This design comes from an exercise in tuning for small area, a short achievable clock period and few clock cycles per item on the open sky130 flow, not from production work.
In this exercise RTL edits were held to simulation tests only and were not proved equivalent to the original.

===== config.mk =====
export PLATFORM = sky130hd
export DESIGN_NAME = hxs_fp16_group
export DESIGN_NICKNAME = hxs_fp16_group
export VERILOG_FILES = /design/flow/design.v
export SDC_FILE = /design/flow/constraint.sdc
export NUM_CORES = 4
export LEC_CHECK = 0
export CAP_MARGIN = 20
export CORE_MARGIN = 2
export CORE_UTILIZATION = 30
export GPL_ROUTABILITY_DRIVEN = 1
export PLACE_DENSITY = 0.35
export SLEW_MARGIN = 20

===== constraint.sdc =====
create_clock -name core_clock -period 60.0 [get_ports {clk}]
set_input_delay 12.0000 -clock core_clock [delete_from_list [all_inputs] [get_ports {clk}]]
set_output_delay 12.0000 -clock core_clock [all_outputs]
set_load 0.01 [all_outputs]

===== design.v =====
module fp16_group_lane (
    input  wire [15:0]       a,
    input  wire [15:0]       b,
    input  wire              en,      
    output wire              nan,     
    output wire              inf,     
    output wire              zero,    
    output wire              fin,     
    output wire              neg,     
    output wire              nv,      
    output wire [23:0]       sig,     
    output wire signed [10:0] lsb,
    output reg  signed [10:0] lead    
);
    wire [4:0] ea = a[14:10];
    wire [4:0] eb = b[14:10];
    wire [9:0] ma = a[9:0];
    wire [9:0] mb = b[9:0];
    wire a_nan  = (&ea) & (|ma);
    wire b_nan  = (&eb) & (|mb);
    wire a_inf  = (&ea) & ~(|ma);
    wire b_inf  = (&eb) & ~(|mb);
    wire a_zero = ~(|ea) & ~(|ma);
    wire b_zero = ~(|eb) & ~(|mb);
    wire op_nan  = a_nan | b_nan;
    wire inf_x_0 = ~op_nan & ((a_inf & b_zero) | (a_zero & b_inf));
    assign nan  = en & (op_nan | inf_x_0);
    assign nv   = en & inf_x_0;
    assign inf  = en & ~op_nan & ~inf_x_0 & (a_inf | b_inf);
    assign zero = en & ~op_nan & ~inf_x_0 & ~(a_inf | b_inf) & (a_zero | b_zero);
    assign fin  = en & ~op_nan & ~(a_inf | b_inf) & ~(a_zero | b_zero);
    assign neg  = a[15] ^ b[15];
    wire [10:0] siga = {|ea, ma};
    wire [10:0] sigb = {|eb, mb};
    wire signed [10:0] xa = $signed({6'd0, (|ea) ? ea : 5'd1}) - 11'sd25;
    wire signed [10:0] xb = $signed({6'd0, (|eb) ? eb : 5'd1}) - 11'sd25;
    wire [21:0] prod = siga * sigb;
    assign sig = {2'b00, prod};
    assign lsb = xa + xb;
    integer i;
    reg [4:0] msb;
    always @* begin
        msb = 5'd0;
        for (i = 0; i < 22; i = i + 1)
            if (prod[i]) msb = i[4:0];
        lead = lsb + $signed({6'd0, msb});
    end
endmodule
module fp16_group_sum (
    input  wire [127:0] a,         
    input  wire [127:0] b,         
    input  wire [7:0]   mask,      
    input  wire [31:0]  acc,       
    input  wire         has_acc,   
    output reg  [31:0]  res,
    output reg          nv,
    output reg          of
);
    localparam NT = 9;             
    wire [NT-1:0] t_nan, t_inf, t_zero, t_fin, t_neg, t_nv;
    wire [23:0]        t_sig  [0:NT-1];
    wire signed [10:0] t_lsb  [0:NT-1];
    wire signed [10:0] t_lead [0:NT-1];
    genvar g;
    generate
        for (g = 0; g < 8; g = g + 1) begin : lane
            fp16_group_lane u_lane (
                .a(a[16*g +: 16]), .b(b[16*g +: 16]), .en(mask[g]),
                .nan(t_nan[g]), .inf(t_inf[g]), .zero(t_zero[g]), .fin(t_fin[g]),
                .neg(t_neg[g]), .nv(t_nv[g]),
                .sig(t_sig[g]), .lsb(t_lsb[g]), .lead(t_lead[g])
            );
        end
    endgenerate
    wire [7:0]  acc_e = acc[30:23];
    wire [22:0] acc_m = acc[22:0];
    assign t_nan[8]  = has_acc & (&acc_e) & (|acc_m);
    assign t_inf[8]  = has_acc & (&acc_e) & ~(|acc_m);
    assign t_zero[8] = has_acc & ~(|acc_e) & ~(|acc_m);
    assign t_fin[8]  = has_acc & ~(&acc_e) & ((|acc_e) | (|acc_m));
    assign t_neg[8]  = acc[31];
    assign t_nv[8]   = 1'b0;
    assign t_sig[8]  = {|acc_e, acc_m};
    assign t_lsb[8]  = $signed({3'd0, (|acc_e) ? acc_e : 8'd1}) - 11'sd150;
    integer i;
    reg [4:0] acc_msb;
    always @* begin
        acc_msb = 5'd0;
        for (i = 0; i < 24; i = i + 1)
            if (t_sig[8][i]) acc_msb = i[4:0];
    end
    assign t_lead[8] = t_lsb[8] + $signed({6'd0, acc_msb});
    wire [NT-1:0] present = {has_acc, mask};
    wire any_nan  = |t_nan;
    wire any_nv   = |t_nv;
    wire pos_inf  = |(t_inf & ~t_neg);
    wire neg_inf  = |(t_inf & t_neg);
    wire any_fin  = |t_fin;
    wire all_negz = (|present) & ((t_zero & t_neg) == present);
    reg signed [10:0] emax;
    always @* begin
        emax = -11'sd1024;
        for (i = 0; i < NT; i = i + 1)
            if (t_fin[i] && t_lead[i] > emax) emax = t_lead[i];
    end
    reg signed [10:0] k;
    reg [71:0] wide;
    reg [48:0] al;
    reg signed [54:0] sum;
    always @* begin
        sum = 55'sd0;
        for (i = 0; i < NT; i = i + 1) begin
            k    = emax - t_lsb[i];
            wide = {t_sig[i], 48'd0} >> k[8:0];
            al   = (k > 11'sd71) ? 49'd0 : wide[48:0];
            if (t_fin[i])
                sum = t_neg[i] ? sum - $signed({6'd0, al}) : sum + $signed({6'd0, al});
        end
    end
    wire        s_neg = sum[54];
    wire signed [54:0] nsum = -sum;
    wire [52:0] mag   = s_neg ? nsum[52:0] : sum[52:0];
    reg [5:0] lz;                           
    always @* begin
        lz = 6'd0;
        for (i = 0; i < 53; i = i + 1)
            if (mag[i]) lz = i[5:0];
    end
    wire signed [10:0] ue = emax - 11'sd48 + $signed({5'd0, lz});    
    wire        normal = ue >= -11'sd126;
    wire signed [10:0] qe = (normal ? ue : -11'sd126) - 11'sd23;    
    wire signed [10:0] sh = qe - (emax - 11'sd48);                   
    wire signed [10:0] sh23w = sh + 11'sd23;
    wire [6:0]  sh23 = sh23w[6:0];                                    
    wire [77:0] x      = {mag, 25'd0};
    wire [77:0] y      = x >> sh23;
    wire [77:0] lowmsk = (78'd1 << sh23) - 78'd1;
    wire [24:0] r      = y[26:2];
    wire        guard  = y[1];
    wire        sticky = y[0] | (|(x & lowmsk));
    wire        inc    = guard & (sticky | r[0]);
    wire [24:0] r1     = r + {24'd0, inc};
    wire [23:0] r2     = r1[24] ? r1[24:1] : r1[23:0];
    wire signed [10:0] qe2 = r1[24] ? qe + 11'sd1 : qe;
    wire signed [10:0] fld = qe2 + 11'sd150;
    wire        ovf    = r2[23] && (fld > 11'sd254);
    wire [31:0] rounded = ovf   ? {s_neg, 8'hFF, 23'd0} :
                          r2[23] ? {s_neg, fld[7:0], r2[22:0]} :
                                   {s_neg, 8'd0, r2[22:0]};
    always @* begin
        nv = any_nv;
        of = 1'b0;
        if (any_nan) begin
            res = 32'h7FC0_0000;
        end else if (pos_inf && neg_inf) begin
            res = 32'h7FC0_0000;
            nv  = 1'b1;
        end else if (pos_inf) begin
            res = 32'h7F80_0000;
        end else if (neg_inf) begin
            res = 32'hFF80_0000;
        end else if (!any_fin) begin
            res = all_negz ? 32'h8000_0000 : 32'h0000_0000;
        end else if (sum == 55'sd0) begin
            res = 32'h0000_0000;
        end else begin
            res = rounded;
            of  = ovf;
        end
    end
endmodule
module hxs_fp16_group (
    input  wire         clk,
    input  wire         rst,         
    input  wire         in_valid,
    output wire         in_ready,
    input  wire [127:0] in_a,
    input  wire [127:0] in_b,
    input  wire [7:0]   in_mask,
    input  wire [31:0]  in_acc,
    input  wire         in_has_acc,
    output wire         out_valid,
    input  wire         out_ready,
    output wire [31:0]  out_res,
    output wire         out_nv,
    output wire         out_of
);
    reg         v1;
    reg [127:0] a1, b1;
    reg [7:0]   mask1;
    reg [31:0]  acc1;
    reg         has_acc1;
    reg         v2;
    reg [31:0]  res2;
    reg         nv2, of2;
    wire ready2 = ~v2 | out_ready;
    wire ready1 = ~v1 | ready2;
    assign in_ready = ready1;
    wire [31:0] res_c;
    wire        nv_c, of_c;
    fp16_group_sum u_sum (
        .a(a1), .b(b1), .mask(mask1), .acc(acc1), .has_acc(has_acc1),
        .res(res_c), .nv(nv_c), .of(of_c)
    );
    always @(posedge clk) begin
        if (rst) begin
            v1 <= 1'b0;
            v2 <= 1'b0;
        end else begin
            if (ready1) v1 <= in_valid;
            if (ready2) v2 <= v1;
        end
        if (ready1 && in_valid) begin
            a1       <= in_a;
            b1       <= in_b;
            mask1    <= in_mask;
            acc1     <= in_acc;
            has_acc1 <= in_has_acc;
        end
        if (ready2 && v1) begin
            res2 <= res_c;
            nv2  <= nv_c;
            of2  <= of_c;
        end
    end
    assign out_valid = v2;
    assign out_res   = res2;
    assign out_nv    = nv2;
    assign out_of    = of2;
endmodule

===== run.sh =====
#!/bin/bash
# synth_recipe.tcl (not shown) runs the flow's synth.tcl, then flattens the netlist and writes it again
# the make line also repeats each setting of config.mk as NAME=value (left out here)
make -C /OpenROAD-flow-scripts/flow DESIGN_CONFIG=/design/flow/config.mk WORK_HOME=/design/flow/orfs CLKGATE_MAP_FILE= SYNTH_SCRIPT=/design/flow/synth_recipe.tcl finish

==> flow_summary.toml <==
[outcome]
status = "no timing/DRC/antenna violations"

[timing]
period_share = 0.954
setup_viol_count_final = 0
fin_setup_tns_ns = 0
clock_skew_ns = 0.0898
finalHoldViolCount = 0
hold_slack_ns = 0.517
slew_headroom = 0.141
tightest_slew_ns = 1.27
fmax_mhz = 17.5
fin_crit_ns = 57.25
slew_viol_final = 0
fin_ws_ns = 2.75

[final_layout]
final-instance-count-excl-fill = 28000
synthToLayoutAreaGrowth_pct = 30.3
drive_gt1_frac = 0.215
layout_commonest_cell = "buf_4"
fin_area_um2 = 173000
regArea_um2 = 9980
finish.net_count = 24200
fill_cells = 47600
final_cell_mix = "3530 x buf_4, 2215 x nand2_1, 2063 x nor2_1, 1464 x inv_1, 1283 x a21oi_1"
multiInputGateArea_um2 = 117000

[routing]
initialDrtViolationCount = 14000
firstDrtPassIters = 8
antenna_left = 0
wl_um = 732000
vias = 156000
avgRoutedWirePerCell_um = 26.2
drc = 0
viasPerCell = 5.57

[global_routing]
grt_pass1_wl_um = 1050000
grt_pass1_vias = 148000
track_usage = 0.315
antenna_found_initial = 55
grt_max_degree = 72
gr-total-overflow = 0

[critical_path]
cp_data_arrival_time_ns = 57.65
rr_worst_depth = 303
cp.required_ns = 60.39
path_common_cell = "buf_4"
start_kind = "flip-flop"
r2r_start = "b1[10]$_DFFE_PP_"
r2r_slack_ns = 2.75
crit_path_end_kind = "flip-flop"
slowest_stage = "fa_2"
r2r_end = "res2[13]$_SDFFCE_PP0P_"
critPathMaxFanout = 13
crit_type = "flip-flop to flip-flop"
cpPeakStageDelay_ns = 0.62

[floorplanning]
start_util = 0.301
core_area_um2 = 441000
rows = 244
die_area_um2 = 447000
ios = 337
die_x_um = 669
die_y_um = 669

[synth]
synth_flop_cell = "edfxtp_1"
synth_area_per_cell_um2 = 6.98
syn_inst = 19000
synth_edf_count = 331
synthDistinctLibCells = 140
synthArstFlopShare = 0
synth_nets = 21200
synth-seq-cells = 333
syn_area_um2 = 133000
yosysSeqAreaShare = 0.0753
yosys_warnings = 3

[placed_design]
port_buffers = 336
dp_slack_ns = -1.35
dp_hpwl_um = 620000
placed_cells = 27700
place_congestion = 0.996
placed_cell_area_um2 = 167000

[clock_network]
htree_levels = 2
tritoncts = "built"
clk_pin_slew_worst_paths_ns = 0.06
clkLatencyLatePin_ns = 0.77
numCtsBuffers = 50
cts-root-buf = "clkbuf_16"
clock_path_buffers = 3
numClockSinks = 333

[min_path]
min_path_type = "flip-flop to flip-flop"
min_from = "v1$_SDFFE_PP0N_"
hold_depth = 2
hold-path-endpoint = "v2$_SDFFE_PP0P_"

[run]
cap_violations = 0
[state kept, by name, summed over array words and instances (netlist names)]
register	flops
a1	128
acc1	32
b1	128
has_acc1	1
mask1	8
nv2	1
of2	1
res2	32
v1	1
v2	1
[synth_stat cells (135+ instances only)]
library cell	n	area, um^2
nand2_1	2232	8380
nor2_1	2100	7880
inv_1	1473	5530
a21oi_1	1379	6900
o21ai_0	1227	6140
ha_1	1212	15200
clkbuf_1	814	3060
fa_1	676	13500
and2_1	661	4140
xnor2_1	594	5200
nor3_1	527	2640
nand3_1	488	2440
xor2_1	378	3310
a21o_1	360	2700
edfxtp_1	331	9940
a31oi_1	305	1910
mux2i_1	224	2240
nand2b_1	192	1200
a211oi_1	188	1410
or3_1	187	1170
nor4_1	182	1140
and3_1	181	1130
nor2b_1	154	963
o21a_1	153	1150
o31ai_1	149	1120
a21boi_0	135	1010
o22ai_1	135	845
[routing by layer]
layer / routed length, um / track usage / vias to the layer above / part of all wire
li1: - / - / 74100 / -
met5: 144 / 0 / - / 0.00020
met1: 356000 / 0.466 / 76300 / 0.49
met2: 308000 / 0.478 / 4988 / 0.42
met4: 23700 / 0.0868 / 20 / 0.032
met3: 43300 / 0.0344 / 642 / 0.059
[through the flow]
step	util
finish	0.392
global route	0.392
CTS	0.383
detailed placement	0.379
global placement	0.379
floorplan	-
[repair_timing]
action,4_1_cts,5_1_grt
hold buffers,0,0
pin swaps,7,246
resized for setup,51,667
gates cloned,0,3
endpoints found under the setup margin,32,32
setup buffers,6,120
[layout make-up]
| cell class | count | share of cell area |
|---|---|---|
| Clock buffer | 53 | 0.00731 |
| Antenna cell | 22 | 0.000319 |
| Sequential cell | 333 | 0.0578 |
| Multi-Input combinational cell | 16200 | 0.678 |
| Clock inverter | 39 | 0.00275 |
| Timing Repair Buffer | 3926 | 0.179 |
| Inverter | 1483 | 0.0323 |
| Tap cell | 5904 | 0.0428 |
[critical path, delay by kind of cell, from the launching register on]
kind / cells / cell delay (ns)
AOI/OAI and AO/OA: 112 / 20.52
xor gates and xnor gates: 14 / 2.45
adders and majority gates: 32 / 10.19
buffers and inverters: 56 / 7.03
DFF: 1 / 0.46
muxes: 10 / 2.47
and+or+nand+nor: 79 / 13.67
[logic make-up after synthesis]
logic type / share of synthesized area
fa+ha+maj: 0.217
mux: 0.0352
flops: 0.0753
xor+xnor: 0.0657
buf+inv: 0.0696
compound gates: 0.273
simple gates: 0.265
[worst max path at each step]
stage                startpoint                     end  slack, ns  cells after the start
2_1_floorplan  b1[26]$_DFFE_PP_   res2[9]$_SDFFCE_PP0P_       0.09                    324
6_report       b1[10]$_DFFE_PP_  res2[13]$_SDFFCE_PP0P_       2.75                    303
3_3_place_gp   b1[26]$_DFFE_PP_  res2[26]$_SDFFCE_PP1P_      -1.41                    303
4_1_cts        b1[10]$_DFFE_PP_   res2[9]$_SDFFCE_PP0P_       0.03                    311
5_1_grt        b1[26]$_DFFE_PP_  res2[16]$_SDFFCE_PP0P_      -0.20                    329
3_5_place_dp   b1[26]$_DFFE_PP_  res2[25]$_SDFFCE_PP1P_      -1.35                    303
Testbench counts, summed over its fixed seeds: cycles 16,016, items 16,000.

static timing again, ports no longer ideal:
In the flow no input, the clock included, has a driving cell. The finished layout below was timed again as built, in two steps.
Step 1: set_driving_cell puts a clkbuf_16 on clk and a buf_2 on each other input, an assumption about the parent block.
Step 2 moves the port delays by t, midway between the first and last clock arrival at a register: inputs arrive t later, outputs are due t later. That takes back most of the time a late clock gives input paths.
Slacks: ideal / step 1 / step 2; pairs: ideal / step 1.
t (ns): 0.845
setup WS [ns]: 2.747 / 2.746 / 2.746
worst slew at a driven data input, ns: 0.16
After both steps setup and hold are still met in this run. For this run, drivers alone change the setup slack by -0.001 ns; drivers and shift together by -0.001 ns.
